Source: an optimization exercise on an open RTL-to-GDS flow (aim: small area). Production flows keep margins and buffers that such runs may drop.
RTL that was checked went through simulation tests only; none was proved equivalent to the original.
Only the layout flow was run in run 4; the RTL was not checked for function there.
No activity file was given, so power comes from the tool's default toggle rates.

===== flow/run.sh =====
#!/bin/bash
# Own layout flow.
# 1. The standard synthesis (standard.sh synth).
# 2. The same synthesis again with an area-oriented ABC mapping script
#    (area_synth.tcl, abc_area_map.script, bias_lib.py); its netlist replaces
#    the standard one only if it holds exactly the same registers (names and
#    cell types).
# 3. The standard ORFS layout steps, with clock tree and port buffer
#    settings of our own.
# Each tool's output goes to a log of its own in this folder.
set -euo pipefail
W=$(pwd)
R=$W/orfs/results/$FLOW_PLATFORM/chk_unit/base
A=$W/orfs_area/results/$FLOW_PLATFORM/chk_unit/base

bash standard.sh synth > 1_standard_synth.log 2>&1
cp $R/1_2_yosys.v $W/standard_synth.v

python3 flow/bias_lib.py $FLOW_HOME/platforms/$FLOW_PLATFORM/lib/sky130_fd_sc_hd__tt_025C_1v80.lib \
  $W/abc_bias.lib 5.0 > 2_bias_lib.log 2>&1
if bash standard.sh WORK_HOME=$W/orfs_area SYNTH_SCRIPT=$W/flow/area_synth.tcl synth \
     > 2_area_synth.log 2>&1 \
   && python3 flow/regs_match.py $W/standard_synth.v $A/1_2_yosys.v > 2_regs_match.log 2>&1; then
  cp $A/1_2_yosys.v $R/1_2_yosys.v
  touch $R/1_2_yosys.v
fi

bash standard.sh \
  "CTS_ARGS=-sink_clustering_enable -repair_clock_nets -sink_clustering_size 12 -sink_clustering_max_diameter 50 -buf_list sky130_fd_sc_hd__clkbuf_8 -dont_use_dummy_load" \
  "BUFFER_PORTS_ARGS=-buffer_cell sky130_fd_sc_hd__buf_1" \
  finish > 3_layout.log 2>&1

===== flow/abc_area_map.script =====
strash
dc2
dch -f
amap

===== flow/area_synth.tcl =====
set ::area_dir [file dirname [file normalize [info script]]]
set ::area_abc_script [file join $::area_dir abc_area_map.script]
# the library ABC maps with (written by run.sh with bias_lib.py)
set ::area_abc_lib [file join [file dirname $::area_dir] abc_bias.lib]
proc synth {args} { yosys synth -nofsm -noshare {*}$args }
proc abc {args} {
  set i [lsearch -exact $args -script]
  if {$i >= 0} {
    set args [lreplace $args [expr {$i + 1}] [expr {$i + 1}] $::area_abc_script]
  }
  set l [lsearch -exact $args -liberty]
  if {$l >= 0 && [file exists $::area_abc_lib]} {
    set args [lreplace $args [expr {$l + 1}] [expr {$l + 1}] $::area_abc_lib]
  }
  set j [lsearch -exact $args -D]
  if {$j >= 0} {
    set args [lreplace $args $j [expr {$j + 1}]]
  }
  yosys abc {*}$args
}
# no half or full adder cells: ABC maps that logic together with the rest
proc extract_fa {args} {}
source $::env(SCRIPTS_DIR)/synth.tcl
# left out here: clear keep_hierarchy, flatten, clean up, hide names made inside functions, write 1_2_yosys.v

===== flow/bias_lib.py =====
#!/usr/bin/env python3
"""Writes a copy of a liberty file in which the two-input XOR and XNOR cells
are given a smaller area. Used only to steer ABC's area mapping towards
those cells (which are faster than the NAND/OAI structures it would
otherwise build an XOR from); every later step reads the real library.
Usage: bias_lib.py IN.lib OUT.lib AREA"""
import re, sys

src, dst, area = sys.argv[1], sys.argv[2], sys.argv[3]
text = open(src).read()
for cell in ("sky130_fd_sc_hd__xor2_1", "sky130_fd_sc_hd__xnor2_1"):
    start = text.index('cell ("%s")' % cell)
    at = text.index("area", start)
    end = text.index(";", at)
    text = text[:at] + "area : " + area + text[end:]
open(dst, "w").write(text)

===== flow/regs_match.py =====
#!/usr/bin/env python3
"""Checks that two netlists hold the same registers: the same instance names,
each of the same cell type. Usage: regs_match.py STANDARD.v OTHER.v"""
import re, sys

def regs(path):
    text = open(path).read()
    out = {}
    for m in re.finditer(r'^\s*(sky130_fd_sc_hd__\w+)\s+(\\\S+|\w+)\s*\(', text, re.M):
        cell, name = m.group(1), m.group(2)
        if re.search(r'__(e|s|se)?df|__dl', cell):
            out[name] = cell
    return out

a, b = regs(sys.argv[1]), regs(sys.argv[2])
if a != b:
    print("registers differ: %d vs %d, %d names only in the first, %d only in the second, %d of another type"
          % (len(a), len(b), len(set(a) - set(b)), len(set(b) - set(a)),
             sum(1 for k in set(a) & set(b) if a[k] != b[k])))
    sys.exit(1)
print("registers match: %d" % len(a))

===== standard.sh =====
#!/bin/bash
# synth_recipe.tcl (not shown) runs the flow's synth.tcl, then flattens the netlist and writes it again
# the make line also repeats each setting of config.mk as NAME=value (left out here)
make -C /OpenROAD-flow-scripts/flow DESIGN_CONFIG=/design/flow/config.mk WORK_HOME=/design/flow/orfs CLKGATE_MAP_FILE= SYNTH_SCRIPT=/design/flow/synth_recipe.tcl "${@:-finish}"

===== config.mk =====
export PLATFORM = sky130hd
export DESIGN_NAME = chk_unit
export DESIGN_NICKNAME = chk_unit
export VERILOG_FILES = /design/flow/design.v
export SDC_FILE = /design/flow/constraint.sdc
export NUM_CORES = 8
export LEC_CHECK = 0
export CAP_MARGIN = 20
export CORE_MARGIN = 2
export CORE_UTILIZATION = 70
export SLEW_MARGIN = 20

===== constraint.sdc =====
create_clock -name core_clock -period 13.0 [get_ports {clk}]
set_input_delay 2.6000 -clock core_clock [delete_from_list [all_inputs] [get_ports {clk}]]
set_output_delay 2.6000 -clock core_clock [all_outputs]
set_load 0.01 [all_outputs]

===== design.v =====
module chk_channel #(
    parameter [3:0] CH = 4'd0
) (
    input  wire        clk,
    input  wire        rst,
    input  wire        sel,
    input  wire        w_cfg,
    input  wire        w_seq,
    input  wire        w_fsrc,
    input  wire        w_fcnt,
    input  wire        w_cmp,
    input  wire        w_crc,
    input  wire        w_start,      
    input  wire        w_ctl,        
    input  wire        w_res,        
    input  wire        w_cnt,        
    input  wire        w_le,         
    input  wire        w_fd,         
    input  wire        w_mmclr,      
    input  wire        mm_set,       
    input  wire        w_touch,      
    input  wire [5:0]  d_cfg,        
    input  wire [15:0] d_seq,
    input  wire [29:0] d_fsrc,
    input  wire [12:0] d_fcnt,
    input  wire [31:0] d_cmp,
    input  wire [31:0] d_crc,
    input  wire [31:0] d_res,
    input  wire [7:0]  d_alive,
    input  wire [1:0]  d_cuf,
    input  wire [1:0]  d_le,
    input  wire [3:0]  d_own,
    input  wire [6:0]  d_stamp,
    input  wire        rel_w,        
    input  wire        tick_due,     
    input  wire [6:0]  t_due,
    input  wire        jet_stop,
    input  wire [2:0]  jet_stop_id,
    input  wire        steward_stop,
    input  wire        lockout,
    output wire [5:0]  q_cfg,
    output wire [5:0]  q_act,
    output wire [15:0] q_seq,
    output wire [29:0] q_fsrc,
    output wire [12:0] q_fcnt,
    output wire [31:0] q_cmp,
    output wire [31:0] q_crc,
    output wire [31:0] q_res,
    output wire [7:0]  q_alive,
    output wire [1:0]  q_cuf,
    output wire [1:0]  q_le,
    output wire        q_fd,
    output wire        q_mm,
    output wire [3:0]  q_own
);
    localparam PRIV = (CH < 4);
    localparam [3:0] IDLE = 4'b0001;
    reg        cfg_cmp_en, cfg_swap;
    reg [1:0]  cfg_poly;
    reg        cfg_x0;
    reg        act_cmp_en, act_swap;
    reg [1:0]  act_poly;
    reg        act_x0;
    reg [15:0] seq;
    reg [29:0] fsrc;
    reg [12:0] fcnt;
    reg [31:0] cmp, crc, res;
    reg [7:0]  alive;
    reg [1:0]  cuf;
    reg [1:0]  last_end;
    reg        feed_st, mm_flag;
    reg [3:0]  own;
    reg [6:0]  stamp;
    wire [1:0] cfg_x, act_x;
    wire       rel_q  = (own != IDLE) && (lockout ||
                                  (jet_stop && own == {1'b1, jet_stop_id}) ||
                                  (steward_stop && own == 4'b0100) ||
                                  (tick_due && !(sel && w_touch) && stamp == t_due));
    wire       rel    = (sel && w_ctl) ? rel_w : rel_q;
    always @(posedge clk) begin
        if (rst || (sel && w_cfg)) begin
            cfg_cmp_en <= d_cfg[5];
            cfg_swap   <= d_cfg[4];
            cfg_poly   <= d_cfg[3:2];
            cfg_x0     <= d_cfg[0];
        end
        if (sel && w_start) begin
            act_cmp_en <= cfg_cmp_en;
            act_swap   <= cfg_swap;
            act_poly   <= cfg_poly;
            act_x0     <= cfg_x0;
        end
        if (rst || (sel && w_fsrc)) fsrc <= d_fsrc;
        if (rst || (sel && w_fcnt)) fcnt <= d_fcnt;
        if (rst || (sel && w_cmp))  cmp  <= d_cmp;
        if (sel && w_crc)           crc  <= d_crc;
        if (rst || (sel && w_res))  res  <= d_res;
        if (rst || (sel && w_mmclr) || mm_set)
            mm_flag <= !rst && !(sel && w_mmclr);
        if (rst || (sel && w_fd))   feed_st <= !rst;
        if (rst || rel || (sel && w_le))
            last_end <= rst ? 2'd0 : rel ? 2'd3 : d_le;
        if (rst || rel || (sel && w_ctl))
            own <= (rst || rel) ? IDLE : d_own;
        if (sel && w_touch) stamp <= d_stamp;
    end
    generate
        if (PRIV) begin : g_seq
            always @(posedge clk)
                if (rst || (sel && w_seq)) seq <= d_seq;
            assign cfg_x   = {1'b0, cfg_x0};
            assign act_x   = {1'b0, act_x0};
            assign q_seq   = seq;
            assign q_alive = 8'h00;
            assign q_cuf   = 2'd0;
        end else begin : g_alive
            reg cfg_x1, act_x1;
            always @(posedge clk) begin
                if (rst || (sel && w_cfg)) cfg_x1 <= d_cfg[1];
                if (sel && w_start)        act_x1 <= cfg_x1;
                if (rst || (sel && w_cnt)) begin
                    alive <= d_alive;
                    cuf   <= d_cuf;
                end
            end
            assign cfg_x   = {cfg_x1, cfg_x0};
            assign act_x   = {act_x1, act_x0};
            assign q_seq   = 16'h0000;
            assign q_alive = alive;
            assign q_cuf   = cuf;
        end
    endgenerate
    assign q_cfg  = {cfg_cmp_en, cfg_swap, cfg_poly, cfg_x};
    assign q_act  = {act_cmp_en, act_swap, act_poly, act_x};
    assign q_fsrc = fsrc;
    assign q_fcnt = fcnt;
    assign q_cmp  = cmp;
    assign q_crc  = crc;
    assign q_res  = res;
    assign q_le   = last_end;
    assign q_fd   = feed_st;
    assign q_mm   = mm_flag;
    assign q_own  = own;
endmodule
module chk_crc (
    input  wire [1:0]  poly,
    input  wire [31:0] x,
    input  wire [31:0] d,
    input  wire        one,
    input  wire        none,
    output wire [31:0] y
);
    wire [15:0] t0, m0, s0;
    wire [31:0] t1, m1, s1;
    wire [31:0] t2, m2, s2;
    wire [7:0]  t3, m3, s3;
    wire a0 = x[15] ^ d[23];
    wire a1 = x[14] ^ d[22];
    wire a2 = x[0] ^ d[24];
    wire a3 = x[2] ^ d[26];
    wire a4 = x[1] ^ d[25];
    wire a5 = x[7] ^ d[31];
    wire a6 = x[4] ^ d[28];
    wire a7 = x[6] ^ d[30];
    wire a8 = x[5] ^ d[29];
    wire a9 = x[3] ^ d[27];
    wire a10 = x[17] ^ d[9];
    wire a11 = x[12] ^ d[20];
    wire a12 = x[13] ^ d[21];
    wire a13 = x[10] ^ d[18];
    wire a14 = x[11] ^ d[19];
    wire a15 = x[18] ^ d[10];
    wire a16 = x[9] ^ d[17];
    wire a17 = x[8] ^ d[16];
    wire a18 = x[22] ^ d[14];
    wire a19 = x[20] ^ d[12];
    wire a20 = x[21] ^ d[13];
    wire a21 = x[19] ^ d[11];
    wire a22 = x[23] ^ d[15];
    wire a23 = x[16] ^ d[8];
    wire a24 = a0 ^ a17;
    wire a25 = a1 ^ a7;
    wire a26 = a3 ^ a15;
    wire a27 = a10 ^ a18;
    wire a28 = a8 ^ a12;
    wire a29 = a2 ^ a4;
    wire a30 = a6 ^ a11;
    wire a31 = a5 ^ a22;
    wire a32 = a9 ^ a21;
    wire a33 = a19 ^ a23;
    wire a34 = a16 ^ a20;
    wire a35 = a13 ^ a14;
    wire a36 = a24 ^ a33;
    wire a37 = a13 ^ a27;
    wire a38 = a16 ^ a29;
    wire a39 = a20 ^ a26;
    wire a40 = a25 ^ a28;
    wire a41 = a28 ^ a30;
    wire a42 = a0 ^ a21;
    wire a43 = a2 ^ a24;
    wire a44 = a3 ^ a9;
    wire a45 = a25 ^ a31;
    wire a46 = a3 ^ a4;
    wire a47 = a32 ^ a34;
    wire a48 = a1 ^ a15;
    wire a49 = a14 ^ a19;
    wire a50 = d[8] ^ d[12];
    wire a51 = a22 ^ a32;
    wire a52 = a5 ^ a25;
    wire a53 = a11 ^ a12;
    wire a54 = a0 ^ a23;
    wire a55 = a2 ^ a10;
    wire a56 = a9 ^ a14;
    wire a57 = a4 ^ a6;
    wire a58 = a13 ^ a16;
    wire a59 = d[22] ^ d[11];
    wire a60 = a7 ^ a22;
    wire a61 = a6 ^ a18;
    wire a62 = d[12] ^ a5;
    wire a63 = d[10] ^ d[14];
    wire a64 = a27 ^ a35;
    wire a65 = d[9] ^ d[13];
    wire a66 = a24 ^ a30;
    wire a67 = a1 ^ a14;
    wire a68 = a8 ^ a20;
    wire a69 = a23 ^ a26;
    wire a70 = a1 ^ a5;
    wire a71 = d[31] ^ a65;
    wire a72 = a5 ^ a34;
    wire a73 = a12 ^ a33;
    wire a74 = a4 ^ a11;
    wire a75 = d[21] ^ a50;
    wire a76 = a30 ^ a56;
    wire a77 = x[15] ^ a71;
    wire a78 = d[23] ^ a59;
    wire a79 = a10 ^ a31;
    wire a80 = a5 ^ a36;
    wire a81 = a26 ^ a35;
    wire a82 = a46 ^ a58;
    wire a83 = d[13] ^ a75;
    wire a84 = d[11] ^ d[15];
    wire a85 = x[14] ^ d[30];
    wire a86 = a42 ^ a60;
    wire a87 = a35 ^ a44;
    wire a88 = a6 ^ a17;
    wire a89 = a37 ^ a54;
    wire a90 = a12 ^ a67;
    wire a91 = d[18] ^ d[15];
    wire a92 = a15 ^ a57;
    wire a93 = d[17] ^ a6;
    wire a94 = a41 ^ a77;
    wire a95 = a11 ^ a45;
    wire a96 = a45 ^ a69;
    wire a97 = a18 ^ a32;
    wire a98 = a6 ^ a19;
    wire a99 = d[19] ^ d[9];
    wire a100 = a2 ^ a78;
    wire a101 = a39 ^ a64;
    wire a102 = a37 ^ a73;
    wire a103 = d[20] ^ d[21];
    wire a104 = d[22] ^ d[14];
    wire a105 = a18 ^ a35;
    wire a106 = a51 ^ a68;
    wire a107 = a14 ^ a42;
    wire a108 = a93 ^ a99;
    wire a109 = a2 ^ a11;
    wire a110 = a28 ^ a33;
    wire a111 = a50 ^ a85;
    wire a112 = a27 ^ a31;
    wire a113 = a19 ^ a70;
    wire a114 = a2 ^ a30;
    wire a115 = a16 ^ a49;
    wire a116 = a34 ^ a61;
    wire a117 = a4 ^ a10;
    wire a118 = x[30] ^ a7;
    wire a119 = a8 ^ a67;
    wire a120 = a12 ^ a23;
    wire a121 = d[10] ^ a7;
    wire a122 = a7 ^ a18;
    wire a123 = a9 ^ a37;
    wire a124 = a52 ^ a84;
    wire a125 = d[20] ^ a62;
    wire a126 = a55 ^ a88;
    wire a127 = a27 ^ a54;
    wire a128 = a30 ^ a47;
    wire a129 = a21 ^ a22;
    wire a130 = a36 ^ a40;
    wire a131 = a47 ^ a127;
    wire a132 = a17 ^ a38;
    wire a133 = a81 ^ a86;
    wire a134 = a12 ^ a39;
    wire a135 = a8 ^ a17;
    wire a136 = a8 ^ a34;
    wire a137 = a31 ^ a48;
    wire a138 = a3 ^ a29;
    wire a139 = a0 ^ a56;
    wire a140 = a8 ^ a103;
    wire a141 = a40 ^ a63;
    wire a142 = a29 ^ a53;
    wire a143 = a4 ^ a21;
    assign t0[0] = (a76 ^ ((d[16] ^ x[0]) ^ a111));
    assign t0[1] = ((d[17] ^ x[1]) ^ a94);
    assign t0[2] = ((d[18] ^ x[2]) ^ a141);
    assign t0[3] = ((a0 ^ (d[19] ^ x[3])) ^ a124);
    assign t0[4] = (a125 ^ (x[4] ^ a43));
    assign t0[5] = (a132 ^ ((a85 ^ (a83 ^ x[5])) ^ a76));
    assign t0[6] = (a94 ^ ((a104 ^ x[6]) ^ a82));
    assign t0[7] = (a141 ^ (((d[23] ^ d[15]) ^ x[7]) ^ a87));
    assign t0[8] = (a124 ^ (a43 ^ a76));
    assign t0[9] = ((a24 ^ a62) ^ (a38 ^ a41));
    assign t0[10] = (a82 ^ (((d[24] ^ d[13]) ^ x[8]) ^ a40));
    assign t0[11] = (a87 ^ ((a0 ^ ((d[25] ^ d[14]) ^ x[9])) ^ a52));
    assign t0[12] = (a43 ^ (a111 ^ (a5 ^ ((d[26] ^ d[15]) ^ x[10]))));
    assign t0[13] = ((a77 ^ (d[27] ^ x[11])) ^ a132);
    assign t0[14] = (((d[28] ^ a63) ^ x[12]) ^ a82);
    assign t0[15] = (((d[29] ^ a84) ^ x[13]) ^ a87);
    assign t1[0] = (a80 ^ ((a32 ^ a74) ^ ((x[24] ^ a7) ^ (a10 ^ a15))));
    assign t1[1] = ((a72 ^ a73) ^ (a126 ^ (a26 ^ (x[25] ^ a21))));
    assign t1[2] = ((a37 ^ a47) ^ ((a29 ^ a48) ^ (a135 ^ (x[26] ^ a19))));
    assign t1[3] = (a133 ^ (a116 ^ (a29 ^ (x[27] ^ a19))));
    assign t1[4] = (a101 ^ (a43 ^ (a60 ^ (x[28] ^ a8))));
    assign t1[5] = ((a27 ^ (x[29] ^ a22)) ^ (a43 ^ a115));
    assign t1[6] = ((a43 ^ a47) ^ (a79 ^ (a118 ^ (a13 ^ a19))));
    assign t1[7] = (a128 ^ (a64 ^ (a7 ^ (x[31] ^ a0))));
    assign t1[8] = ((a33 ^ a41) ^ (a105 ^ (a15 ^ a31)));
    assign t1[9] = ((a110 ^ a137) ^ (a139 ^ (a20 ^ a29)));
    assign t1[10] = ((a9 ^ a61) ^ (a39 ^ a113));
    assign t1[11] = ((a24 ^ a61) ^ a106);
    assign t1[12] = ((a38 ^ a66) ^ (a112 ^ (a32 ^ (a8 ^ a15))));
    assign t1[13] = ((a58 ^ a41) ^ (a79 ^ (a0 ^ a44)));
    assign t1[14] = ((a117 ^ a41) ^ (a113 ^ (a35 ^ a42)));
    assign t1[15] = (a130 ^ (a39 ^ (a14 ^ a109)));
    assign t1[16] = (a131 ^ (a52 ^ a142));
    assign t1[17] = ((a36 ^ a37) ^ ((a26 ^ a31) ^ (a57 ^ (a1 ^ a12))));
    assign t1[18] = (a95 ^ (a136 ^ (a46 ^ a49)));
    assign t1[19] = (a102 ^ (a143 ^ a39));
    assign t1[20] = ((a49 ^ a39) ^ (a51 ^ (a1 ^ a27)));
    assign t1[21] = ((a57 ^ (a7 ^ a17)) ^ ((a20 ^ a23) ^ a112));
    assign t1[22] = ((a38 ^ a51) ^ ((a33 ^ a122) ^ ((a0 ^ a3) ^ (a8 ^ a11))));
    assign t1[23] = (a134 ^ (a66 ^ (a13 ^ a129)));
    assign t1[24] = ((a38 ^ a40) ^ ((a24 ^ a27) ^ ((a5 ^ a11) ^ (a14 ^ a15))));
    assign t1[25] = (a96 ^ ((a24 ^ a53) ^ (a58 ^ a143)));
    assign t1[26] = ((a25 ^ a53) ^ (a38 ^ a81));
    assign t1[27] = ((a53 ^ a70) ^ ((a0 ^ a32) ^ (a35 ^ a46)));
    assign t1[28] = ((a30 ^ a44) ^ (a36 ^ a90));
    assign t1[29] = ((a55 ^ (a1 ^ a9)) ^ (a41 ^ (a34 ^ a54)));
    assign t1[30] = (a89 ^ (a40 ^ a92));
    assign t1[31] = (a96 ^ (a107 ^ (a8 ^ a55)));
    assign t2[0] = (a43 ^ (a48 ^ (x[24] ^ a11)));
    assign t2[1] = ((x[25] ^ a42) ^ (a120 ^ a38));
    assign t2[2] = ((a33 ^ (x[26] ^ a1)) ^ ((a10 ^ a13) ^ a138));
    assign t2[3] = ((x[27] ^ a117) ^ (a39 ^ a139));
    assign t2[4] = ((x[28] ^ a69) ^ (a97 ^ a114));
    assign t2[5] = ((a98 ^ (x[29] ^ a10)) ^ (a51 ^ (a28 ^ a29)));
    assign t2[6] = ((a68 ^ a118) ^ (a66 ^ (a19 ^ a46)));
    assign t2[7] = ((a122 ^ (x[31] ^ a23)) ^ (a72 ^ (a28 ^ a44)));
    assign t2[8] = (a123 ^ (a88 ^ a45));
    assign t2[9] = ((a16 ^ a31) ^ (a114 ^ a119));
    assign t2[10] = (a40 ^ (a15 ^ (a4 ^ a13)));
    assign t2[11] = (a107 ^ ((a2 ^ a3) ^ a52));
    assign t2[12] = ((a9 ^ a74) ^ a80);
    assign t2[13] = ((a3 ^ a34) ^ (a120 ^ a126));
    assign t2[14] = (a123 ^ (a38 ^ (a8 ^ a48)));
    assign t2[15] = (a57 ^ a133);
    assign t2[16] = (a80 ^ (a119 ^ (a26 ^ a32)));
    assign t2[17] = (a128 ^ (a36 ^ (a7 ^ a55)));
    assign t2[18] = ((a37 ^ a72) ^ (a92 ^ a110));
    assign t2[19] = (a101 ^ (a135 ^ (a25 ^ a129)));
    assign t2[20] = ((a17 ^ a45) ^ (a97 ^ a115));
    assign t2[21] = ((a13 ^ a34) ^ (a98 ^ a137));
    assign t2[22] = ((a68 ^ a109) ^ (a105 ^ (a21 ^ a48)));
    assign t2[23] = ((a18 ^ a49) ^ (a86 ^ a142));
    assign t2[24] = (a134 ^ (a36 ^ (a29 ^ a31)));
    assign t2[25] = ((a26 ^ a74) ^ a131);
    assign t2[26] = (a102 ^ (a51 ^ (a6 ^ a26)));
    assign t2[27] = (a106 ^ (a66 ^ (a10 ^ a49)));
    assign t2[28] = (a116 ^ a130);
    assign t2[29] = (a89 ^ (a45 ^ a136));
    assign t2[30] = (a95 ^ (a23 ^ a64));
    assign t2[31] = (a79 ^ a90);
    assign t3[0] = (((d[14] ^ (d[18] ^ d[23])) ^ a83) ^ a29);
    assign t3[1] = (((d[19] ^ d[15]) ^ (a65 ^ a104)) ^ a138);
    assign t3[2] = (a44 ^ ((a83 ^ ((d[16] ^ d[20]) ^ (d[10] ^ a91))) ^ a2));
    assign t3[3] = (a108 ^ (a100 ^ ((a50 ^ (d[16] ^ d[18])) ^ a9)));
    assign t3[4] = (a108 ^ ((d[8] ^ a63) ^ a140));
    assign t3[5] = (a140 ^ ((a91 ^ (d[9] ^ a59)) ^ a121));
    assign t3[6] = (a121 ^ ((a78 ^ (d[21] ^ (d[16] ^ d[19]))) ^ a62));
    assign t3[7] = (a125 ^ ((d[17] ^ d[13]) ^ a100));
    wire b0_0 = m0[13] ^ d[5];
    wire b0_1 = m0[15] ^ d[7];
    wire b0_2 = m0[12] ^ d[4];
    wire b0_3 = m0[14] ^ d[6];
    wire b0_4 = d[2] ^ b0_3;
    wire b0_5 = d[1] ^ b0_0;
    wire b0_6 = m0[9] ^ b0_5;
    wire b0_7 = m0[11] ^ d[3];
    wire b0_8 = m0[8] ^ d[0];
    wire b0_9 = b0_2 ^ b0_8;
    wire b0_10 = m0[10] ^ b0_4;
    wire b0_11 = b0_1 ^ b0_7;
    assign s0[0] = b0_9;
    assign s0[1] = b0_6;
    assign s0[2] = b0_10;
    assign s0[3] = b0_11;
    assign s0[4] = b0_2;
    assign s0[5] = (b0_0 ^ b0_9);
    assign s0[6] = (b0_3 ^ b0_6);
    assign s0[7] = (b0_1 ^ b0_10);
    assign s0[8] = (m0[0] ^ b0_11);
    assign s0[9] = (m0[1] ^ b0_2);
    assign s0[10] = (m0[2] ^ b0_0);
    assign s0[11] = (m0[3] ^ b0_3);
    assign s0[12] = (b0_9 ^ (m0[4] ^ b0_1));
    assign s0[13] = (m0[5] ^ b0_6);
    assign s0[14] = (m0[6] ^ b0_10);
    assign s0[15] = (m0[7] ^ b0_11);
    wire b1_0 = m1[2] ^ d[2];
    wire b1_1 = m1[1] ^ d[1];
    wire b1_2 = m1[6] ^ d[6];
    wire b1_3 = m1[7] ^ d[7];
    wire b1_4 = m1[5] ^ d[5];
    wire b1_5 = m1[4] ^ d[4];
    wire b1_6 = m1[3] ^ d[3];
    wire b1_7 = m1[0] ^ d[0];
    wire b1_8 = b1_1 ^ b1_2;
    wire b1_9 = b1_0 ^ b1_5;
    wire b1_10 = b1_4 ^ b1_6;
    wire b1_11 = b1_3 ^ b1_7;
    wire b1_12 = b1_8 ^ b1_10;
    wire b1_13 = b1_0 ^ b1_8;
    wire b1_14 = b1_3 ^ b1_10;
    wire b1_15 = b1_1 ^ b1_7;
    wire b1_16 = b1_4 ^ b1_9;
    wire b1_17 = b1_6 ^ b1_11;
    wire b1_18 = b1_3 ^ b1_5;
    wire b1_19 = b1_8 ^ b1_11;
    wire b1_20 = b1_9 ^ b1_15;
    wire b1_21 = b1_1 ^ b1_5;
    assign s1[0] = ((m1[8] ^ b1_6) ^ b1_20);
    assign s1[1] = (b1_20 ^ (m1[9] ^ b1_10));
    assign s1[2] = (b1_12 ^ (m1[10] ^ b1_9));
    assign s1[3] = (b1_14 ^ (b1_9 ^ (m1[11] ^ b1_2)));
    assign s1[4] = (b1_13 ^ (b1_4 ^ (m1[12] ^ b1_3)));
    assign s1[5] = (b1_18 ^ (m1[13] ^ b1_8));
    assign s1[6] = (b1_14 ^ (m1[14] ^ b1_21));
    assign s1[7] = (m1[15] ^ b1_12);
    assign s1[8] = ((m1[16] ^ b1_2) ^ (b1_9 ^ b1_11));
    assign s1[9] = (b1_16 ^ (m1[17] ^ b1_11));
    assign s1[10] = ((m1[18] ^ b1_2) ^ b1_16);
    assign s1[11] = ((m1[19] ^ b1_2) ^ b1_14);
    assign s1[12] = (b1_13 ^ (b1_6 ^ (m1[20] ^ b1_3)));
    assign s1[13] = (b1_3 ^ (m1[21] ^ b1_1));
    assign s1[14] = (b1_21 ^ (m1[22] ^ b1_6));
    assign s1[15] = ((m1[23] ^ b1_7) ^ b1_16);
    assign s1[16] = ((m1[24] ^ b1_7) ^ b1_12);
    assign s1[17] = (b1_19 ^ (m1[25] ^ b1_9));
    assign s1[18] = (b1_18 ^ (m1[26] ^ b1_4));
    assign s1[19] = (b1_12 ^ (b1_9 ^ (m1[27] ^ b1_7)));
    assign s1[20] = (b1_12 ^ (b1_9 ^ (m1[28] ^ b1_3)));
    assign s1[21] = ((m1[29] ^ b1_4) ^ b1_19);
    assign s1[22] = (b1_17 ^ (b1_5 ^ (m1[30] ^ b1_2)));
    assign s1[23] = ((m1[31] ^ b1_0) ^ b1_14);
    assign s1[24] = b1_13;
    assign s1[25] = (b1_0 ^ b1_17);
    assign s1[26] = b1_0;
    assign s1[27] = b1_6;
    assign s1[28] = (b1_5 ^ b1_7);
    assign s1[29] = (b1_4 ^ b1_15);
    assign s1[30] = (b1_7 ^ b1_13);
    assign s1[31] = ((b1_0 ^ b1_1) ^ b1_17);
    wire b2_0 = m2[0] ^ d[0];
    wire b2_1 = m2[1] ^ d[1];
    wire b2_2 = m2[4] ^ d[4];
    wire b2_3 = m2[7] ^ d[7];
    wire b2_4 = m2[2] ^ d[2];
    wire b2_5 = m2[5] ^ d[5];
    wire b2_6 = m2[3] ^ d[3];
    wire b2_7 = m2[6] ^ d[6];
    wire b2_8 = b2_1 ^ b2_3;
    wire b2_9 = b2_0 ^ b2_5;
    wire b2_10 = b2_4 ^ b2_6;
    wire b2_11 = b2_7 ^ b2_9;
    wire b2_12 = b2_2 ^ b2_6;
    wire b2_13 = b2_0 ^ b2_2;
    wire b2_14 = b2_7 ^ b2_8;
    wire b2_15 = b2_1 ^ b2_4;
    wire b2_16 = b2_3 ^ b2_12;
    wire b2_17 = b2_3 ^ b2_4;
    wire b2_18 = b2_2 ^ b2_17;
    wire b2_19 = b2_10 ^ b2_13;
    wire b2_20 = b2_1 ^ b2_9;
    wire b2_21 = b2_8 ^ b2_12;
    wire b2_22 = b2_7 ^ b2_10;
    assign s2[0] = (m2[8] ^ b2_4);
    assign s2[1] = (b2_6 ^ (m2[9] ^ b2_0));
    assign s2[2] = (b2_13 ^ (m2[10] ^ b2_1));
    assign s2[3] = (b2_15 ^ (m2[11] ^ b2_5));
    assign s2[4] = ((m2[12] ^ b2_0) ^ b2_22);
    assign s2[5] = (m2[13] ^ b2_21);
    assign s2[6] = (b2_5 ^ (m2[14] ^ b2_2));
    assign s2[7] = (m2[15] ^ b2_11);
    assign s2[8] = (m2[16] ^ b2_14);
    assign s2[9] = (m2[17] ^ b2_3);
    assign s2[10] = (m2[18] ^ b2_4);
    assign s2[11] = (m2[19] ^ b2_6);
    assign s2[12] = (m2[20] ^ b2_13);
    assign s2[13] = (m2[21] ^ b2_20);
    assign s2[14] = (b2_15 ^ (m2[22] ^ b2_7));
    assign s2[15] = (b2_10 ^ (m2[23] ^ b2_3));
    assign s2[16] = (m2[24] ^ b2_19);
    assign s2[17] = (b2_20 ^ (m2[25] ^ b2_12));
    assign s2[18] = (b2_11 ^ (b2_15 ^ (m2[26] ^ b2_2)));
    assign s2[19] = (b2_14 ^ (b2_10 ^ (m2[27] ^ b2_5)));
    assign s2[20] = ((m2[28] ^ b2_7) ^ b2_16);
    assign s2[21] = ((m2[29] ^ b2_5) ^ b2_18);
    assign s2[22] = ((m2[30] ^ b2_5) ^ b2_22);
    assign s2[23] = ((m2[31] ^ b2_7) ^ b2_16);
    assign s2[24] = (b2_9 ^ b2_18);
    assign s2[25] = (b2_11 ^ (b2_1 ^ b2_10));
    assign s2[26] = (b2_14 ^ b2_19);
    assign s2[27] = (b2_5 ^ b2_21);
    assign s2[28] = (b2_2 ^ b2_11);
    assign s2[29] = (b2_8 ^ b2_11);
    assign s2[30] = (b2_0 ^ b2_14);
    assign s2[31] = b2_8;
    wire b3_0 = m3[4] ^ d[4];
    wire b3_1 = m3[2] ^ d[2];
    wire b3_2 = m3[5] ^ d[5];
    wire b3_3 = m3[3] ^ d[3];
    wire b3_4 = m3[0] ^ d[0];
    wire b3_5 = m3[1] ^ d[1];
    wire b3_6 = m3[6] ^ d[6];
    wire b3_7 = b3_0 ^ b3_4;
    wire b3_8 = m3[7] ^ d[7];
    wire b3_9 = b3_1 ^ b3_8;
    wire b3_10 = b3_0 ^ b3_3;
    wire b3_11 = b3_5 ^ b3_6;
    wire b3_12 = b3_2 ^ b3_7;
    wire b3_13 = b3_3 ^ b3_5;
    assign s3[0] = (b3_6 ^ b3_12);
    assign s3[1] = (b3_11 ^ (b3_2 ^ b3_8));
    assign s3[2] = (b3_9 ^ b3_12);
    assign s3[3] = (b3_7 ^ b3_13);
    assign s3[4] = (b3_11 ^ (b3_1 ^ b3_4));
    assign s3[5] = (b3_9 ^ b3_13);
    assign s3[6] = (b3_1 ^ b3_10);
    assign s3[7] = (b3_2 ^ b3_10);
    assign m0 = one ? x[15:0] : t0;
    assign m1 = one ? x : t1;
    assign m2 = one ? x : t2;
    assign m3 = one ? x[7:0] : t3;
    reg [31:0] ys;
    always @(*) begin
        case (poly)
            2'd0:    ys = {16'h0000, s0};
            2'd1:    ys = s1;
            2'd2:    ys = s2;
            default: ys = {24'h000000, s3};
        endcase
    end
    assign y = none ? x : ys;
endmodule
module chk_unit (
    input  wire        clk,
    input  wire        rst,
    input  wire        req_valid,
    input  wire        req_write,
    input  wire [6:0]  req_addr,
    input  wire [31:0] req_wdata,
    input  wire [2:0]  req_src,
    input  wire [2:0]  req_jet,
    output reg         rsp_valid,
    output reg         rsp_denied,
    output reg  [31:0] rsp_rdata,
    input  wire [7:0]  fold_addr,
    input  wire        tick_ms,
    input  wire        jet_stop,
    input  wire [2:0]  jet_stop_id,
    input  wire        steward_stop,
    input  wire        lockout,
    output wire        mismatch_evt,
    output reg  [2:0]  mismatch_ch
);
    localparam [3:0] R_CFG  = 4'd0, R_SEQ  = 4'd1, R_FSRC = 4'd2, R_FCNT = 4'd3,
                     R_CTL  = 4'd4, R_DATA = 4'd5, R_BYTE = 4'd6, R_RES  = 4'd7,
                     R_CMP  = 4'd8, R_STAT = 4'd9;
    localparam [3:0] IDLE = 4'b0001;
    wire [2:0]  c  = req_addr[6:4];
    wire [3:0]  r  = req_addr[3:0];
    wire [31:0] wd = req_wdata;
    wire        priv = !c[2];
    wire [3:0]  id = (req_src == 3'd1) ? {1'b1, req_jet} : {1'b0, req_src};
    localparam NB = 32 + 32 + 32 + 30 + 13 + 16 + 6 + 6 + 8 + 2 + 4 + 2 + 1 + 1;
    wire [NB-1:0] q_all [0:7];
    wire [7:0]    oh_c = 8'd1 << c;
    reg [NB-1:0] s_all;
    integer n;
    always @(*) begin
        s_all = {NB{1'b0}};
        for (n = 0; n < 8; n = n + 1)
            s_all = s_all | (q_all[n] & {NB{oh_c[n]}});
    end
    wire [31:0] crc_c, res_c, cmp_c;
    wire [29:0] fsrc_c;
    wire [12:0] fcnt_c;
    wire [15:0] seq_c;
    wire [5:0]  cfg_c, act_c;
    wire [7:0]  alive_c;
    wire [1:0]  cuf_c, le_c;
    wire [3:0]  own_c;
    wire        mm_c, fd_c;
    assign {crc_c, res_c, cmp_c, fsrc_c, fcnt_c, seq_c, cfg_c, act_c,
            alive_c, cuf_c, own_c, le_c, mm_c, fd_c} = s_all;
    wire active_c = (own_c != IDLE);
    wire owner_c  = (own_c == id);
    wire prot     = (r <= R_BYTE) || (r == R_CMP);
    wire denied   = (priv && req_src == 3'd1) || (active_c && !owner_c && prot);
    wire ok       = req_valid && req_write && !denied;
    wire is_ctl = (r == R_CTL);
    wire b_start  = wd[31], b_feed = wd[30], b_finish = wd[29], b_abort = wd[28];
    wire start    = is_ctl && b_start;
    wire act1     = b_start || active_c;
    wire fin      = is_ctl && act1 && !b_abort && !b_feed && b_finish;
    wire feed     = is_ctl && act1 && !b_abort && b_feed;
    wire ends     = is_ctl && act1 && (b_abort || (!b_feed && b_finish));
    wire [5:0] cf      = start ? cfg_c : act_c;
    wire       cmp_en  = cf[5];
    wire [1:0] poly    = cf[3:2];
    wire [1:0] cnt_w   = cf[1:0];
    wire       seq_inc = fin && priv && cf[0];
    wire       cnt     = fin && !priv && (cnt_w != 2'd0);
    wire       cnt4    = (cnt_w == 2'd1);
    reg [31:0] x0;
    always @(*) begin
        if (start) begin
            case ({priv, poly})
                3'b000: x0 = 32'h0000_FFFF;
                3'b011: x0 = 32'h0000_00FF;
                3'b100: x0 = 32'h0000_1E0C;
                3'b101: x0 = 32'hA942_E6BC;
                3'b110: x0 = 32'hF095_8FD9;
                3'b111: x0 = 32'h0000_007E;
                default: x0 = 32'hFFFF_FFFF;
            endcase
        end else begin
            x0 = crc_c;
        end
    end
    wire [7:0]  cbyte = cnt4 ? {4'h0, alive_c[3:0]} : alive_c;
    wire [31:0] dsw   = {wd[7:0], wd[15:8], wd[23:16], wd[31:24]};
    wire        swap  = act_c[4];
    wire [31:0] edata = is_ctl ? (priv ? {8'h00, fold_addr, seq_c} : {24'h0, cbyte})
                               : ((r == R_DATA && swap) ? dsw : wd);
    wire        one   = (r == R_BYTE) || (is_ctl && !priv);
    wire        none  = is_ctl && !(priv && start) && !cnt;
    wire [31:0] y;
    chk_crc u_crc (.poly(poly), .x(x0), .d(edata), .one(one), .none(none), .y(y));
    reg [31:0] fin_v, mask;
    always @(*) begin
        case (poly)
            2'd0:    begin fin_v = {16'h0000, y[15:0]};       mask = 32'h0000_FFFF; end
            2'd3:    begin fin_v = {24'h000000, ~y[7:0]};      mask = 32'h0000_00FF; end
            default: begin fin_v = ~y;                         mask = 32'hFFFF_FFFF; end
        endcase
    end
    wire [31:0] diff = fin_v ^ (cmp_c & mask);
    reg  [7:0]  mm_part;
    reg         mm_pend;
    integer k;
    always @(posedge clk) begin
        for (k = 0; k < 8; k = k + 1)
            mm_part[k] <= |diff[4*k +: 4];
        mm_pend <= !rst && ok && fin && cmp_en;
    end
    assign mismatch_evt = mm_pend && (mm_part != 8'h00);
    wire [7:0] mm_set = {8{mismatch_evt}} & (8'd1 << mismatch_ch);
    wire [3:0] own_s = start ? id : own_c;
    wire [3:0] d_own = (b_abort || (!b_feed && b_finish)) ? IDLE : own_s;
    wire       rel_w = (d_own != IDLE) && (lockout ||
                                           (jet_stop && d_own == {1'b1, jet_stop_id}) ||
                                           (steward_stop && d_own == 4'b0100));
    reg  [6:0] tcnt;
    wire [6:0] tnext = tcnt + {6'd0, tick_ms};
    wire [6:0] t_due = tcnt - 7'd99;
    wire [5:0]  d_cfg   = rst ? 6'b000100
                              : {wd[16], wd[4], wd[1:0], priv ? {1'b0, wd[12]} : wd[9:8]};
    wire [15:0] d_seq   = rst ? 16'h0 : (r == R_SEQ) ? wd[15:0] : seq_c + 16'd1;
    wire [29:0] d_fsrc  = rst ? 30'h0 : {wd[31:30], wd[27:0]};
    wire [12:0] d_fcnt  = rst ? 13'h0 : wd[12:0];
    wire [31:0] d_cmp   = rst ? 32'h0 : wd;
    wire [31:0] d_res   = rst ? 32'h0 : fin_v;
    wire [7:0]  d_alive = rst ? 8'h0 : cnt4 ? {4'h0, alive_c[3:0] + 4'd1} : alive_c + 8'd1;
    wire [1:0]  d_cuf   = rst ? 2'd0 : {1'b1, cnt4};
    wire [1:0]  d_le    = b_abort ? 2'd2 : 2'd1;
    wire w_cfg   = (r == R_CFG);
    wire w_seq   = (r == R_SEQ) || seq_inc;
    wire w_fsrc  = (r == R_FSRC);
    wire w_fcnt  = (r == R_FCNT);
    wire w_cmp   = (r == R_CMP);
    wire w_crc   = (r == R_CTL) || (r == R_DATA) || (r == R_BYTE);
    wire w_mmclr = (r == R_STAT) && wd[23];
    wire w_touch = owner_c || start;
    genvar g;
    generate
        for (g = 0; g < 8; g = g + 1) begin : chan
            wire [5:0]  q_cfg, q_act;
            wire [15:0] q_seq;
            wire [29:0] q_fsrc;
            wire [12:0] q_fcnt;
            wire [31:0] q_cmp, q_crc, q_res;
            wire [7:0]  q_alive;
            wire [1:0]  q_cuf, q_le;
            wire        q_fd, q_mm;
            wire [3:0]  q_own;
            chk_channel #(.CH(g)) u_ch (
                .clk(clk), .rst(rst),
                .sel(ok && oh_c[g]),
                .w_cfg(w_cfg), .w_seq(w_seq), .w_fsrc(w_fsrc), .w_fcnt(w_fcnt),
                .w_cmp(w_cmp), .w_crc(w_crc), .w_start(start), .w_ctl(is_ctl),
                .w_res(fin), .w_cnt(cnt), .w_le(ends), .w_fd(feed), .w_mmclr(w_mmclr), .mm_set(mm_set[g]),
                .w_touch(w_touch),
                .d_cfg(d_cfg), .d_seq(d_seq), .d_fsrc(d_fsrc), .d_fcnt(d_fcnt),
                .d_cmp(d_cmp), .d_crc(y), .d_res(d_res), .d_alive(d_alive),
                .d_cuf(d_cuf), .d_le(d_le), .d_own(d_own),
                .d_stamp(tnext),
                .rel_w(rel_w), .tick_due(tick_ms), .t_due(t_due),
                .jet_stop(jet_stop), .jet_stop_id(jet_stop_id),
                .steward_stop(steward_stop), .lockout(lockout),
                .q_cfg(q_cfg), .q_act(q_act), .q_seq(q_seq),
                .q_fsrc(q_fsrc), .q_fcnt(q_fcnt), .q_cmp(q_cmp),
                .q_crc(q_crc), .q_res(q_res), .q_alive(q_alive),
                .q_cuf(q_cuf), .q_le(q_le), .q_fd(q_fd), .q_mm(q_mm),
                .q_own(q_own)
            );
            assign q_all[g] = {q_crc, q_res, q_cmp, q_fsrc, q_fcnt, q_seq, q_cfg, q_act,
                               q_alive, q_cuf, q_own, q_le, q_mm, q_fd};
        end
    endgenerate
    wire [7:0] cnt_used = !cuf_c[1] ? 8'h00
                        : cuf_c[0] ? {4'h0, alive_c[3:0] - 4'd1} : alive_c - 8'd1;
    wire [2:0] owner    = !active_c ? 3'd0 : own_c[3] ? 3'd1 : own_c[2:0];
    wire [2:0] ojet     = own_c[3] ? own_c[2:0] : 3'd0;
    reg [31:0] rdata;
    always @(*) begin
        case (r)
            R_CFG:  rdata = {15'h0, cfg_c[5], 3'h0, priv & cfg_c[0], 2'h0,
                             priv ? 2'b00 : cfg_c[1:0], 3'h0, cfg_c[4], 2'h0, cfg_c[3:2]};
            R_SEQ:  rdata = {16'h0000, seq_c};
            R_FSRC: rdata = {fsrc_c[29:28], 2'b00, fsrc_c[27:0]};
            R_FCNT: rdata = {19'h0, fcnt_c};
            R_RES:  rdata = res_c;
            R_CMP:  rdata = cmp_c;
            R_STAT: rdata = {active_c ? 2'd1 : 2'd0, owner, ojet, mm_c | mm_set[c],
                             1'b0, le_c, 1'b0, 1'b0, fd_c, 1'b0, cnt_used, 8'h00};
            default: rdata = 32'h0;
        endcase
    end
    always @(posedge clk) begin
        if (rst) begin
            rsp_valid    <= 1'b0;
            tcnt         <= 7'd0;
        end else begin
            rsp_valid    <= req_valid;
            tcnt         <= tnext;
        end
        rsp_denied  <= req_write && denied;
        rsp_rdata   <= rdata;
        mismatch_ch <= c;
    end
endmodule

==> metrics list, run 1 <==
* Status: timing/DRC/antenna clean
- Along the worst path, the maximum fanout reaches 11.
- Relative to the synthesized area, the layout overhead comes to 10.45%.
- Sequential cells burn 36.8% of the power.
- Mean routed wirelength per cell: 36.71 microns
* Setup violators final: 0
- Nets: 4892
- Routed vias/inst: 7.605
- Die H: 304.6 microns
* Port Buffer Count: 101
- Worst slack at placement: 479.3 ps
- Post-CTS Repair Setup Buffers: 0
* Unrepaired setup endpoints after global routing: false
- The number of gates resized after CTS was 0.
- The number of clock buffers added by TritonCTS is 146.
- Area of the mapped netlist: 63260 sq um
- Via count of the first global-routing pass: 43540
* Clock transition at the registers of the reported paths: 80 ps
* Final min period: 12320 ps
- 102 I/O pins were placed.
* DR iter-0 viols: 10030
- The first global-routing pass estimated 311100 microns of wire.
* Startpoint kind of the worst setup timing path: input pin
- Portion of the clock cycle consumed by the worst path in the final layout: 94.80%
- Delay contributed by the slowest stage of the critical path: 880 ps
* Overall Global Routing Usage: 47.49%
* Commonest cells after routing, fill and taps aside: 1424 x edfxtp_1, 505 x xor2_1, 264 x buf_4
- The library cell used most frequently in the layout, excluding fill and tap cells, is edfxtp_1.
- The count of final max-slew check failures is 0.
- Among the stages of the critical path, the cell type that occurs most often is xor2_1.
- Starting density of the core: 70.50%
- A synthesized cell averages 14.67 sq um.
- Crit. End Element: register
- Final Skew: 119.4 ps
* Total overflow reported by the global router: 0
- Transition time of the tightest slew-check pin: 1290 ps
- Sinks on the clock net: 1477
- Clk network pwr share: 12.9%
- For this run, the top clock speed supported by timing is 81.15 MHz.
- Antenna Nets Post-Route: 0
* Number of H-tree levels: 4
- Synthesis produced 4311 cells.
* Drt drc: 0
* Placement Rows: 110
- Slew Limit Headroom: 14.00%
* FILL cells: 5003
* Worst hold-check path type: register to register
- Total net switching power: 0.008273 W
* Final wirelength: 221000 microns
* Share of post-route cells with drive strength above 1: 10.28%
- Entering global routing, the biggest net connects 107 pins.
* Die boundary width: 304.6 microns
* Number of hold-repair buffers added at the cts stage: 0
- Among all stages on the critical path, the largest delay is contributed by a32oi_1.
- Warnings from Yosys: 10
* P_leak: 23.07 nW
* Worst-case setup margin in the final layout: 676.5 ps
- Total count of hold-check failures in the final report: 0
- The initial antenna violation count is 20.
- Internal: 0.01088 W
- Data arrives at the worst endpoint at 13070 ps.
- The number of nets handed over by synthesis was 4375.
- Power per unit of standard cell area: 274.2 nW/um^2
- Summed over all failing endpoints, the final setup total negative slack is 0 ps.
* CTS tree: done
- Critical path start-end classification: input pin to register
- Once layout is complete, the utilization of the core stands at 77.87%.
* Total iterations of the first detailed-routing run: 14
* GPL Wtd Cong: 1.118
- Combinational cells account for 50.3% of the total power.
* Total via count in the routed design: 45780
* Total Die Area: 92800 sq um
- HPWL after detailed placement: 146600 microns
- Endpoint required time on the critical path: 13740 ps
- Sum of internal, switching and leakage power: 0.01916 W
- The clock reaches the later pin of the worst-skew pair after 930 ps.
- Max capacitance violation total: 0
- In this run the register-to-register setup slack is 3620 ps.
- Root Buffer Master: clkbuf_8
- After floorplanning, the core was sized to cover 89740 sq um.
- The clock passes through at most 3 buffers.
* Peak supply drop: 0.3676 mV
- Sw Ratio: 43.18%
==> worst paths after layout <==
path	start	to	depth (start not counted)
worst max register to register	chan[2].u_ch.cfg_poly[0]	mm_part[2]	36
worst max-delay path	req_addr[6]	mm_part[2]	37
worst min-delay path	chan[6].u_ch.g_alive.cfg_x1	chan[6].u_ch.g_alive.act_x1	0
worst min register to register	chan[6].u_ch.g_alive.cfg_x1	chan[6].u_ch.g_alive.act_x1	0
==> per-stage QoR <==
step | std cells | hold slack [ps] | cell area, sq um
after global placement | 5856 | 428.8 | 67790
after detailed placement | 5856 | 433.5 | 67790
after floorplan | 4311 | 418.0 | 63490
after global routing | 6008 | 441.3 | 69840
after CTS | 6002 | 410.6 | 69800
final | 6020 | 419.3 | 69870
==> power groups by stage <==
stage / clock network, W / registers, W / logic (W)
floorplan: 0 / 0.00706 / 0.00590
global placement: 0 / 0.00708 / 0.00915
detailed placement: 0 / 0.00713 / 0.00916
CTS: 0.00243 / 0.00704 / 0.00924
global route: 0.00258 / 0.00709 / 0.0100
finish: 0.00248 / 0.00705 / 0.00963
==> critical path, delay by kind of cell <==
kind | cells | cell delay, ps
AO/OA/AOI/OAI | 9 | 3150
XOR/XNOR | 10 | 2650
buffers and inverters | 9 | 2370
AND/OR/NAND/NOR | 9 | 2260
==> registers in the layout, indices dropped and copies added (netlist names), 16 cells and up <==
register / count
chan.u_ch.seq: 64
chan.u_ch.cfg_poly: 16
chan.u_ch.crc: 256
chan.u_ch.alive: 32
chan.u_ch.act_poly: 16
chan.u_ch.last_end: 16
chan.u_ch.stamp: 56
chan.u_ch.fsrc: 240
chan.u_ch.fcnt: 104
chan.u_ch.cmp: 256
chan.u_ch.own: 32
chan.u_ch.res: 256
rsp_rdata: 32
==> metal layers <==
| metal | part of all wire (%) | track usage (%) | routed length, microns |
|---|---|---|---|
| met1 | 32 | 60.77 | 69720 |
| met2 | 44 | 70.36 | 96780 |
| met3 | 16 | 16.22 | 35920 |
| met4 | 8.4 | 29.84 | 18470 |
| met5 | 0.052 | 0 | 115 |
==> area by class of cell <==
| cell class | count | area, sq um | share of cell area [%] |
|---|---|---|---|
| sequential | 1477 | 43820 | 62.72 |
| inverter | 219 | 827.0 | 1.184 |
| multi-input combinational | 2615 | 19250 | 27.56 |
| antenna | 18 | 45.04 | 0.06446 |
| tap | 1176 | 1471 | 2.106 |
| timing repair buffer | 369 | 2445 | 3.499 |
| clock buffer | 146 | 2009 | 2.876 |
==> run 2, diff against run 1 <==
--- a/config.mk
+++ b/config.mk
@@ -8,4 +8,4 @@
 export CAP_MARGIN = 20
 export CORE_MARGIN = 2
-export CORE_UTILIZATION = 70
+export CORE_UTILIZATION = 60
 export SLEW_MARGIN = 20
==> run 2 against run 1 <==
Compared with the run above:
- design area rose by 0.16%
- via count shrank 5.3%
- clock skew fell by 12 ps
- cell count grew 3.0%
- largest power group unchanged
==> metrics list, run 2 <==
- The flow ran to the end and the layout has no timing, DRC or antenna violations.
- Routability-driven placement finished with a final weighted congestion of 1.014.
- Starting density of the core: 60.27%
- Crit. End Element: register
- From left edge to right edge, the die measures 328.7 microns.
- Total iterations of the first detailed-routing run: 8
* DR iter-0 viols: 7328
- Sinks on the clock net: 1477
- Synthesis-to-finish area growth: 10.63%
* Count of placed standard cells in the final layout, fillers left out: 6199
* Commonest cells after routing, fill and taps aside: 1424 x edfxtp_1, 506 x xor2_1, 246 x nand2_1
* Nets: 4867
* Transition time of the tightest slew-check pin: 1164 ps
- Of all nets on the critical path, the largest fanout is 14.
- In this run the power density over the cells is 265.5 nW/um^2.
* P_leak: 22.97 nW
- Buffers placed on the I/O ports in this run total 101.
* Global-route wire length before repair: 301100 microns
- For the finished layout, the period the worst path requires is 11970 ps.
* Synthesized netlist net count: 4375
- For the final routed database, the setup TNS stands at 0 ps.
- The cell sitting at the root of the clock tree is a clkbuf_8.
* Die H: 328.7 microns
- The largest single stage delay on the critical path is 520 ps.
* Clk network pwr share: 13.4%
- Register-to-Register Path Depth: 34
* Peak supply drop: 0.3146 mV
- Portion of the clock cycle consumed by the worst path in the final layout: 92.05%
* Min-Delay Startpoint: chan[1].u_ch.cfg_cmp_en
- Final Skew: 107.5 ps
- Final wirelength: 214200 microns
- The startpoint identified for the worst register-to-register timing path is chan[2].u_ch.cfg_poly[0].
- Portion of total power attributed to sequential cells: 37.7%
- Cell type with the highest occurrence count on the critical path: xor2_1
* Startpoint kind of the worst setup timing path: input pin
- Data arrives at the worst endpoint at 12510 ps.
- Critical Path Start: req_addr[5]
* Slowest cell on the critical path: xor2_2
- Area occupied by multi-input gates: 19250 sq um
- Total clock buffers created by CTS: 150
* Placement Rows: 119
- The via count of the first global-routing pass came to 40780.
- Summing every instance area after synthesis gives 63260 sq um.
* Cell area after layout: 69990 sq um
* Post-placement cell count: 6042
* CTS tree: done
- The initial antenna violation count is 13.
- Drt drc: 0
- Leading cell type in the layout, fill and taps excluded: edfxtp_1
- The worst register-to-register path has a setup slack of 3270 ps.
- In this run the tightest slew margin relative to its limit is 22.21%.
- In the final layout, flip-flops and latches occupy 43820 sq um.
- No sink is reached through more buffers than the 3 on the longest clock path.
* Hold slack final: 454.2 ps
- The detail route stage leaves a number of antenna-violating nets equal to 0.
- FILL cells: 7702
- Once detailed placement completed, the half-perimeter wirelength came to 143200 microns.
* R2r endpoint: chan[6].u_ch.res[10]
* Setup violators final: 0
- Syn avg cell area: 14.67 sq um
- Sw Ratio: 41.95%
* Post-cts resize count: 0
- The later pin in the worst-skew pair is clocked with a latency of 860 ps.
* Combinational share of power: 48.9%
- Hold repair after CTS inserted 0 buffers.
- Routed vias/inst: 6.991
- For hold timing, the worst endpoint is chan[1].u_ch.act_cmp_en.
- Unrepaired setup endpoints after global routing: false
* Top Registers: chan.u_ch.cmp x256, chan.u_ch.crc x256, chan.u_ch.res x256
- The worst hold path passes through 0 cells.
- Top-level port count: 102
* Total via count in the routed design: 43340
- Share of post-route cells with drive strength above 1: 9.831%
* Post-CTS Repair Setup Buffers: 0
- Entering global routing, the biggest net connects 80 pins.
* Total Die Area: 108100 sq um
* Total overflow reported by the global router: 0
* Worst hold-check path type: register to register
* Critical path start-end classification: input pin to register
- Cell area reported after detailed placement: 67890 sq um
- Based on the critical path, the design can be clocked at up to 83.57 MHz.
- The count of final max-slew check failures is 0.
- Mean routed wirelength per cell: 34.56 microns
- For this design the total switching power over the nets is 0.007795 W.
- Internal: 0.01078 W
* Warnings from Yosys: 10
* Max capacitance violation total: 0
- Core area: 105000 sq um
* Endpoint required time on the critical path: 13550 ps
- Overall Global Routing Usage: 39.60%
* Clock transition at the registers of the reported paths: 80 ps
- Total count of hold-check failures in the final report: 0
- Number of H-tree levels: 4
- Once layout is complete, the utilization of the core stands at 66.67%.
- Synthesis produced a netlist whose cell count is 4311.
## run 2: power by group through the flow
| stage | registers [W] | clock network (W) | logic (W) |
|---|---|---|---|
| floorplan | 0.00706 | 0 | 0.00590 |
| global placement | 0.00709 | 0 | 0.00881 |
| detailed placement | 0.00711 | 0 | 0.00881 |
| CTS | 0.00701 | 0.00250 | 0.00884 |
| global route | 0.00706 | 0.00266 | 0.00965 |
| finish | 0.00701 | 0.00249 | 0.00908 |
## run 2: worst max-delay path by stage
| stage | end | slack [ps] | cells after the start |
|---|---|---|---|
| after floorplan | mm_part[2] | -1 | 34 |
| after global placement | mm_part[2] | 230 | 40 |
| after detailed placement | mm_part[2] | 50 | 40 |
| after CTS | mm_part[2] | 920 | 40 |
| after global routing | chan[6].u_ch.res[10] | 360 | 38 |
| final | chan[6].u_ch.res[10] | 1030 | 37 |
## run 2: cell type report
cell class,instances,share of cell area [%]
Multi-Input combinational cell,2615,27.50
Clock buffer,150,2.950
Timing Repair Buffer,340,3.239
Antenna cell,7,0.02503
Inverter,219,1.182
Sequential cell,1477,62.61
Tap cell,1391,2.487
## run 2: metal layers
layer  GRT usage [%]  vias to the layer above  routed length, microns  share of wire (%)
li1                -                    18080                       -                  -
met1           56.78                    21480                   81090                 38
met2           58.43                     3259                   94390                 44
met3           9.594                      512                   28700                 13
met4           16.60                        8                    9988                4.7
met5               0                        -                      54              0.025
## run 2: per-stage QoR
step	power [W]	worst slack, ps
2_1_floorplan	0.01296	-1.057
3_3_place_gp	0.01590	227.2
3_5_place_dp	0.01592	53.62
4_1_cts	0.01834	924.4
5_1_grt	0.01937	361.2
6_report	0.01858	1034
## run 2: worst max-delay path, delay by kind of cell
family	cells	cell delay (ps)
AO/OA/AOI/OAI	8	2370
XOR/XNOR	10	3150
buffers and inverters	9	2350
AND/OR/NAND/NOR	10	2020
==> run 3, diff against run 2 <==
--- a/flow/run.sh
+++ b/flow/run.sh
@@ -27,5 +27,5 @@
 
 bash standard.sh \
-  "CTS_ARGS=-sink_clustering_enable -repair_clock_nets -sink_clustering_size 12 -sink_clustering_max_diameter 50 -buf_list sky130_fd_sc_hd__clkbuf_8 -dont_use_dummy_load" \
+  "CTS_ARGS=-sink_clustering_enable -repair_clock_nets -sink_clustering_size 16 -sink_clustering_max_diameter 60 -buf_list sky130_fd_sc_hd__clkbuf_8 -dont_use_dummy_load" \
   "BUFFER_PORTS_ARGS=-buffer_cell sky130_fd_sc_hd__buf_1" \
   finish > 3_layout.log 2>&1
==> run 3 against run 2 <==
Compared with the run above:
- worst hold slack got worse by 15 ps
- non-clock buffer count did not move
- cell count fell by 0.48%
- combinational power about the same
- setup slack worse by 140 ps
- power decreased by 1.6%
- clock skew is 49 ps higher
- via count fell by 0.64%
- clock power down 12%
- synthesized cell count stayed put
==> metrics list, run 3 <==
* Status: timing/DRC/antenna clean
* P_leak: 22.71 nW
* Area of the mapped netlist: 63260 sq um
* Total iterations of the first detailed-routing run: 8
* Sinks on the clock net: 1477
- Total Die Area: 108100 sq um
- Antenna violations before repair: 16
- After layout, the worst path uses 93.10% of the clock period.
- Top Registers: chan.u_ch.cmp x256, chan.u_ch.crc x256, chan.u_ch.res x256
- Power per unit of standard cell area: 263.1 nW/um^2
- The region available for standard cell placement spans 105000 sq um.
- Register-to-Register Path Depth: 34
* GPL Wtd Cong: 1.014
- Root Buffer Master: clkbuf_8
* Max capacitance violation total: 0
- The worst setup path is captured at a register.
- The count of final max-slew check failures was 0.
* Total clock buffers created by CTS: 114
- By instance count, the cell type seen most on the critical path is xor2_1.
* Top-level port count: 102
- Transition time of the tightest slew-check pin: 1166 ps
- In this run the number of H-tree levels came out at 3.
- Synthesized netlist cell count: 4311
- Along the worst hold path, the cell count comes to 0.
- After floorplanning, the core was divided into 119 placement rows.
- Static timing analysis puts the maximum clock frequency at 82.62 MHz.
- Critical path start-end classification: input pin to register
- Along the worst path, the maximum fanout reaches 40.
- Post-CTS Repair Setup Buffers: 0
- Nets: 4831
- For this design, the CTS-stage hold fixing added 0 buffers.
- The via count of the first global-routing pass came to 40430.
- Clock network latency to the later pin of the worst-skew pair: 850 ps
* Total via count in the routed design: 43060
- Port Buffer Count: 101
* Slew Limit Headroom: 22.28%
* Syn avg cell area: 14.67 sq um
- Drt drc: 0
* Endpoint required time on the critical path: 13540 ps
* Hold slack final: 439.4 ps
* Mean routed wirelength per cell: 34.67 microns
- Final wirelength: 213900 microns
- Post-cts resize count: 0
- CTS tree: done
* Synthesis-to-finish area growth: 9.869%
- Setup total negative slack on the finished layout was measured at 0 ps.
- The first global-routing pass estimated 299900 microns of wire.
- Leaving out fill and tap cells, the most frequent cell in the layout is edfxtp_1.
* Arrival time at the worst endpoint: 12640 ps
- The initial utilization of the core area, before any placement, comes to 60.27%.
- After layout, the minimum clock period comes to 12100 ps.
- Clock transition at the registers of the reported paths: 90 ps
- The number of hold violations in the final report is 0.
- In the routed layout, each cell is associated on average with a via count of 6.980.
* Longest Clk Path Bufs: 3
- The number of nets in the synthesized netlist is 4375.
- Die boundary width: 328.7 microns
- Slowest cell on the critical path: buf_4
* Delay contributed by the slowest stage of the critical path: 650 ps
- Antenna Nets Post-Route: 0
- Commonest cells after routing, fill and taps aside: 1424 x edfxtp_1, 506 x xor2_1, 246 x nand2_1
- The tightest min-delay check is of the register to register type.
* Die H: 328.7 microns
* Total overflow reported by the global router: 0
* Setup violators final: 0
- Overall Global Routing Usage: 39.36%
- Startpoint kind of the worst setup timing path: input pin
* Unrepaired setup endpoints after global routing: false
- Entering global routing, the biggest net connects 80 pins.
- For this run, the number of Yosys warnings is 10.
- Across the VDD grid, the largest voltage drop is 0.3153 mV.
- For this block, the initial DRC count from the detailed router was 7672.
- Detailed placement ended at an HPWL of 143200 microns.
- Final Skew: 156.5 ps
* Share of post-route cells with drive strength above 1: 9.150%
## run 3: cell count changes in the layout (fill, tap and decap cells not counted), sizes merged
cell | before | now
diode | 7 | 13
clkbuf | 153 | 117
## run 3: final timing paths
check,from,end,slack (ps)
max,req_addr[5],chan[2].u_ch.res[10],900
min,chan[5].u_ch.cfg_swap,chan[5].u_ch.act_swap,440
max reg2reg,chan[2].u_ch.cfg_poly[0],chan[2].u_ch.res[10],3190
min reg2reg,chan[5].u_ch.cfg_swap,chan[5].u_ch.act_swap,440
## run 3: routing by layer
metal | GRT usage (%) | wire [microns] | part of all wire, % | up-vias
met5 | 0 | 25 | 0.012 | -
met2 | 58.20 | 94640 | 44 | 3239
met1 | 57.30 | 81480 | 38 | 21380
li1 | - | - | - | 18000
met3 | 8.780 | 28470 | 13 | 438
met4 | 15.42 | 9282 | 4.3 | 6
## run 3: cell type report
type,count,area (sq um)
clock buffers,114,1569
flip-flops and latches,1477,43820
well taps,1391,1740
diodes,13,32.53
repair buffers,340,2267
multi-input cells,2615,19250
fillers,7722,35460
inverters,219,827.0
## run 3: where the power goes
part / internal (W) / switching, W
logic: 0.00291 / 0.00618
clock network: 0.000778 / 0.00141
registers: 0.00684 / 0.000165
## run 3: metrics by stage
step                cell area, sq um  setup slack [ps]  util, %  total power (W)  cells
finish                         69510             897.0    66.22          0.01829   6169
global route                   69490             354.5    66.20          0.01904   6162
floorplan                      63490            -1.057        -          0.01296   4311
global placement               67880             227.2    64.67          0.01590   6041
CTS                            69460             856.4    66.17          0.01802   6156
detailed placement             67890             53.62    64.67          0.01592   6042
## run 3: critical path, delay by kind of cell
family	cells	cell delay [ps]
AO/OA/AOI/OAI	8	2540
XOR/XNOR	10	3170
buffers and inverters	9	2670
AND/OR/NAND/NOR	9	1610
==> run 4, diff against run 3 <==
--- a/design.v
+++ b/design.v
@@ -664,5 +664,5 @@
         endcase
     end
-    wire [31:0] diff = fin_v ^ (cmp_c & mask);
+    wire [31:0] diff = fin_v ^ cmp_c;
     reg  [7:0]  mm_part;
     reg         mm_pend;
@@ -670,5 +670,5 @@
     always @(posedge clk) begin
         for (k = 0; k < 8; k = k + 1)
-            mm_part[k] <= |diff[4*k +: 4];
+            mm_part[k] <= mask[4*k] && (|diff[4*k +: 4]);
         mm_pend <= !rst && ok && fin && cmp_en;
     end
==> run 4 against run 3 <==
Compared with the run above:
- area after synthesis barely moved
- sequential power is essentially flat
- highest routed layer unchanged
- clock-buffer cell count fell by 1
- sequential share of layout area barely moved
- setup slack better by 200 ps
- critical path depth decreased by 9
- die area hardly changed
- via count rose by 0.88%
- fmax increased by 1.7%
- global-route usage grew 0.71 points
- critical endpoint is now chan[5].u_ch.res[7]
==> metrics list, run 4 <==
- In the routed design, unresolved DRC markers number 0.
- Overall Global Routing Usage: 40.07%
* Critical path peak fanout: 33
- The initial utilization of the core area, before any placement, comes to 60.26%.
- The first detailed-routing pass took 10 iterations.
- Largest net degree at the start of global routing: 95
* Arrival time at the worst endpoint: 12420 ps
* Top Registers: chan.u_ch.cmp x256, chan.u_ch.crc x256, chan.u_ch.res x256
- Startpoint kind of the worst setup timing path: input pin
- For the pin with the worst max-slew slack, the measured transition is 1215 ps.
- Signal routing reaches up to met5.
- The sequential cells in the finished layout cover a total of 43820 sq um.
- Compared with the post-synthesis result, the final layout area differs by 9.860%.
* Total count of max-transition violations in the final report: 0
* Post-placement cell count: 6081
- In this design, the critical path's most frequently occurring cell is xor2_1.
* Mean routed wirelength per cell: 35.16 microns
* P_leak: 22.76 nW
- In this run, the number of DRC markers left after iteration 0 of detailed routing was 7346.
- Buffers and inverters on the worst path: 8
* Number of hold-repair buffers added at the cts stage: 0
* Met1 WL: 82840 microns
* Routed vias/inst: 6.998
- The via count of the first global-routing pass was 39970.
* Global-route wire length before repair: 303600 microns
- Prior to clock tree synthesis, the placed netlist has a worst setup slack of 614.3 ps.
* Synthesized netlist net count: 4396
- At the later pin of the worst-skew pair, clock insertion delay measures 840 ps.
- Once the clock tree was built, the setup fixing pass inserted 0 buffers.
* Placement Rows: 119
- Total clock buffers created by CTS: 113
- Timing would allow up to 84.02 MHz.
- Portion of the clock cycle consumed by the worst path in the final layout: 91.55%
- Core Util, Final: 66.21%
- The cell count after synthesis came out at 4332.
* Antenna Nets Post-Route: 0
- Port Buffer Count: 101
- Post-cts resize count: 0
- Worst-case setup margin in the final layout: 1098 ps
* Status: timing/DRC/antenna clean
- Area of the mapped netlist: 63260 sq um
- FILL cells: 7638
- HPWL after detailed placement: 147900 microns
* Final Skew: 170.3 ps
* Final wirelength: 218200 microns
* Antenna violations before repair: 22
- Met3 wire length: 29270 microns
- CTS placed an instance of clkbuf_8 at the clock tree root.
* Unrepaired setup endpoints after global routing: false
-- run 4: cell count changes in the layout (fill, tap and decap cells not counted), moves of 9 or more --
cell,previous run,this run
buf_4,232,251
o21ai_0,141,160
a22o_1,68,59
or2_0,52,43
nor4_1,17,30
xor2_1,506,515
or4_1,29,17
or3_1,16,32
nand3_1,52,30
nor2_1,211,229
a222oi_1,238,252
nand2_1,246,278
a22oi_1,114,90
xor2_2,10,0
-- run 4: layer usage --
layer / vias to the layer above / track usage (%)
met5: - / 0
met4: 14 / 15.56
met3: 494 / 9.956
met2: 3291 / 59.11
met1: 21550 / 57.79
li1: 18090 / -
-- run 4: area by class of cell --
class	count	share of cell area [%]
clock buffers	113	2.238
diodes	11	0.03961
repair buffers	360	3.486
multi-input cells	2633	27.47
inverters	222	1.204
flip-flops and latches	1477	63.06
well taps	1391	2.504
-- run 4: final timing paths --
path / start / endpoint / slack [ps] / cells after the start
setup / recovery: req_addr[6] / chan[5].u_ch.res[7] / 1100 / 27
hold reg to reg: chan[5].u_ch.g_alive.cfg_x1 / chan[5].u_ch.g_alive.act_x1 / 450 / 0
setup reg to reg: chan[5].u_ch.cfg_poly[1] / chan[5].u_ch.res[7] / 3420 / 30
hold / removal: chan[5].u_ch.g_alive.cfg_x1 / chan[5].u_ch.g_alive.act_x1 / 450 / 0
-- run 4: through the flow --
| step | area, sq um | hold WS [ps] |
|---|---|---|
| after global routing | 69470 | 444.5 |
| after global placement | 67840 | 432.3 |
| after detailed placement | 67880 | 434.2 |
| after floorplan | 63350 | 421.9 |
| after CTS | 69440 | 450.0 |
| final | 69500 | 446.1 |
-- run 4: worst reg2reg max path: cells and delay by family, from the launching register on --
| family | cells | cell delay (ps) |
|---|---|---|
| AO/OA/AOI/OAI | 6 | 2460 |
| flip-flops | 1 | 430 |
| AND/OR/NAND/NOR | 7 | 1250 |
| XOR/XNOR | 9 | 3670 |
| buffers and inverters | 8 | 1480 |
-- run 4: where the power goes --
group	leakage (nW)	internal [W]	switching [W]
clock network	0.813	0.000771	0.00140
registers	14.2	0.00687	0.000170
logic	7.74	0.00311	0.00687
total	22.8	0.0108	0.00844

[what the ideal ports hide]
The results above use ideal ports. As a check the final layouts listed here were re-extracted and re-timed, cells and wires unchanged. Step 1, drivers: a clkbuf_16 drives clk and a buf_2 each remaining input, both assumed. Step 2 also shifts input and output timing later by t, the mid clock arrival at the registers, as if the neighbouring blocks saw the same clock. Slacks: ideal / step 1 / step 2; pairs: ideal / step 1.
run | shift t [ns] | slack for setup (ns)
run 1 | 0.945 | 0.677 / 0.723 / -0.222
run 2 | 0.883 | 1.034 / 1.054 / 0.171
run 3 | 0.845 | 0.897 / 0.919 / 0.075
run 4 | 0.830 | 1.098 / 1.143 / 0.314
With both steps, setup timing fails in run 1, where it was met with ideal ports.
